This design comes from an exercise in tuning for small area, a short achievable clock period and few clock cycles on the open sky130 flow, not from production work. Function was checked by simulation only, so behaviour that the tests miss may differ from the original.

== before ==
Design blade_blend, start of the top module:
module blade_blend (
    input  wire        clk,
    input  wire        rst,
    input  wire        in_valid,
    output wire        in_ready,
    input  wire [1:0]  in_kind,
    input  wire        in_last,
    input  wire [19:0] in_red,
    input  wire [19:0] in_grn,
    input  wire [19:0] in_blu,
    input  wire [19:0] in_alp,
    input  wire [2:0]  in_op,
    input  wire [19:0] in_gal,
    output reg         out_valid,
    output wire [19:0] out_red,
    output wire [19:0] out_grn,
    output wire [19:0] out_blu,
    output wire [1:0]  out_cls
);
For scale: about 300 flip-flops, ~170 I/O pins, about 76000 um^2 of cells after synthesis.
export LEC_CHECK = 0
export ABC_AREA = 1
export CAP_MARGIN = 20
export CORE_MARGIN = 2
export CORE_UTILIZATION = 40
export PLACE_DENSITY = 0.6
export SLEW_MARGIN = 20
create_clock -name core_clock -period 26.0 [get_ports {clk}]
standard.sh (not shown) runs the stock make flow with config.mk's settings and CLKGATE_MAP_FILE= SYNTH_SCRIPT=/design/flow/synth_recipe.tcl, a recipe that flattens the netlist after the stock synthesis.
==> flow/flow/run.sh <==
#!/bin/bash
# Standard layout, with repair_timing aiming below the clock period so that
# the achieved period (period less setup slack) comes out short.
set -euo pipefail
MARGIN=17
bash standard.sh SETUP_SLACK_MARGIN=$MARGIN finish > make_finish.log 2>&1
Testbench counts of before, summed over its fixed seeds: cycles 47,741.
Inputs modified between before and after:
==> flow/run.sh (new file) <==
#!/bin/bash
# synth_recipe.tcl (not shown) runs the flow's synth.tcl, then flattens the netlist and writes it again
# the make line also repeats each setting of config.mk as NAME=value (left out here)
make -C /OpenROAD-flow-scripts/flow DESIGN_CONFIG=/design/flow/config.mk WORK_HOME=/design/flow/orfs CLKGATE_MAP_FILE= SYNTH_SCRIPT=/design/flow/synth_recipe.tcl finish
removed: flow/flow/run.sh
removed: flow/standard.sh
after finished end to end and its layout was clean on timing, DRC and antenna. On after: core occupancy in the finished layout is 0.82 points lower than what before gave. Diff before and after: minimum clock period after layout lower in before. ~same share of final layout cell area taken by clock buffers and inverters in before and after.

---

== run 1 ==
blade_blend, a different RTL version from the one above (not shown whole).
Size in the first run: ~320 flip-flops, ~0.072 mm² of cells after synthesis.
// blade_blend
module blade_blend (
    input  wire        clk,
    input  wire        rst,
    input  wire        in_valid,
    output wire        in_ready,
    input  wire [1:0]  in_kind,
    input  wire        in_last,
    input  wire [19:0] in_red,
    input  wire [19:0] in_grn,
    input  wire [19:0] in_blu,
    input  wire [19:0] in_alp,
    input  wire [2:0]  in_op,
    input  wire [19:0] in_gal,
    output reg         out_valid,
    output wire [19:0] out_red,
    output wire [19:0] out_grn,
    output wire [19:0] out_blu,
    output wire [1:0]  out_cls
);
export LEC_CHECK = 0
export ABC_AREA = 1
export CAP_MARGIN = 20
export CORE_MARGIN = 2
export CORE_UTILIZATION = 40
export PLACE_DENSITY = 0.6
export SLEW_MARGIN = 20
create_clock -name core_clock -period 26.0 [get_ports {clk}]
==> flow/flow/run.sh <==
#!/bin/bash
# The standard layout (standard.sh: the standard flow's own ORFS flow, standard synthesis
# unchanged), with repair_timing aiming at a setup slack margin well above 0
# so that the layout is optimised for a short achieved period (clock period
# less setup slack). The clock, the I/O delays and the SDC are unchanged.
# The margin is higher up to clock tree synthesis than after global routing,
# where a high margin mostly grows the area. Each ORFS step writes its full
# log under orfs/logs/; make's output goes to make_*.log in this folder.
set -euo pipefail
bash standard.sh SETUP_SLACK_MARGIN=17.5 cts > make_cts.log 2>&1
bash standard.sh SETUP_SLACK_MARGIN=17 finish > make_finish.log 2>&1
Testbench counts of run 1, summed over its fixed seeds: cycles 48,888.
Input-level comparison between run 2 and run 1:
==> flow/flow/run.sh <==
#!/bin/bash
# The standard layout (standard.sh: the standard flow's own ORFS flow, standard synthesis
# unchanged), with repair_timing aiming at a setup slack margin well above 0
# so that the layout is optimised for a short achieved period (clock period
# less setup slack). The clock, the I/O delays and the SDC are unchanged.
# Each ORFS step writes its full log under orfs/logs/; make's output goes to
# make_finish.log in this folder.
set -euo pipefail
MARGIN=19
bash standard.sh SETUP_SLACK_MARGIN=$MARGIN finish > make_finish.log 2>&1
Run 2 completed end to end with timing, DRC and antenna clean.
Number of antenna diodes: run 2 vs run 1 up 6
Compare run 1 and run 2 | cell area lower: run 1
Row routed wire length: run 2 higher / run 1 lower
Edits applied to the flow inputs when going from run 2 to run 3:
--- a/flow/flow/run.sh
+++ b/flow/flow/run.sh
@@ -6,2 +6,3 @@
-# Each ORFS step writes its full log under orfs/logs/; make's output goes to
-# make_finish.log in this folder.
+# The margin is higher up to clock tree synthesis than after global routing,
+# where a high margin mostly grows the area. Each ORFS step writes its full
+# log under orfs/logs/; make's output goes to make_*.log in this folder.
@@ -9,2 +10,2 @@
-MARGIN=19
-bash standard.sh SETUP_SLACK_MARGIN=$MARGIN finish > make_finish.log 2>&1
+bash standard.sh SETUP_SLACK_MARGIN=18.5 cts > make_cts.log 2>&1
+bash standard.sh SETUP_SLACK_MARGIN=17 finish > make_finish.log 2>&1
==> notes.md <==
On fraction of layout instances using a drive strength above 1: between run 2 and run 3, it ends up higher for run 2. Cmp run 3 vs run 2: critical path depth lower in run 3. Run 3 against run 2; number of cells traversed by the worst register-to-register path is down by a few percent. Changes observed in run 3 relative to run 2: part of the cycle the worst path needs went up 2.6 points, number of buffers inserted to repair setup after CTS went down 151, final net count went down 428, length of routed met2 wiring went down 4.3%. Run 3 reports a lower global-route track usage on met1 than run 2 does.

## afterwards: timing with drivers on the ports
The flow's constraints put no driver on any port. The routed layouts listed below were extracted and timed again, unchanged, in two steps. Step 1 (the two cells are an assumption about what drives the block):
set clk [get_ports {clk}]
set_driving_cell -lib_cell sky130_fd_sc_hd__clkbuf_16 $clk
set_driving_cell -lib_cell sky130_fd_sc_hd__buf_2 [delete_from_list [all_inputs] $clk]
Step 2, shift: input delay + t, output delay - t, t = (earliest + latest rising clock arrival at the registers) / 2. This alone moves slack from input paths to output paths. a / b / c = ideal / step 1 / step 2; a / b = the first two.
| run | t (ns) | slack for setup (ns) | latest minus earliest clock arrival (ns) | worst slew at a driven data input, ns | cell pins on the clock port's net |
|---|---|---|---|---|---|
| before | 0.724 | 17.250 / 17.250 / 16.595 | 0.031 / 0.031 | 0.37 | 1 |
| after | 0.718 | 14.945 / 14.945 / 14.945 | 0.026 / 0.027 | 0.35 | 1 |
| run 1 | 0.730 | 17.327 / 17.340 / 16.657 | 0.025 / 0.025 | 0.05 | 1 |
| run 2 | 0.739 | 18.885 / 18.885 / 18.228 | 0.022 / 0.022 | 0.05 | 1 |
| run 3 | 0.734 | 18.210 / 18.210 / 17.612 | 0.021 / 0.021 | 0.05 | 1 |
After both steps setup and hold are still met in every run listed. The setup slack of run 1, which loses most, moves by +0.013 ns with the drivers and by -0.670 ns with both steps.
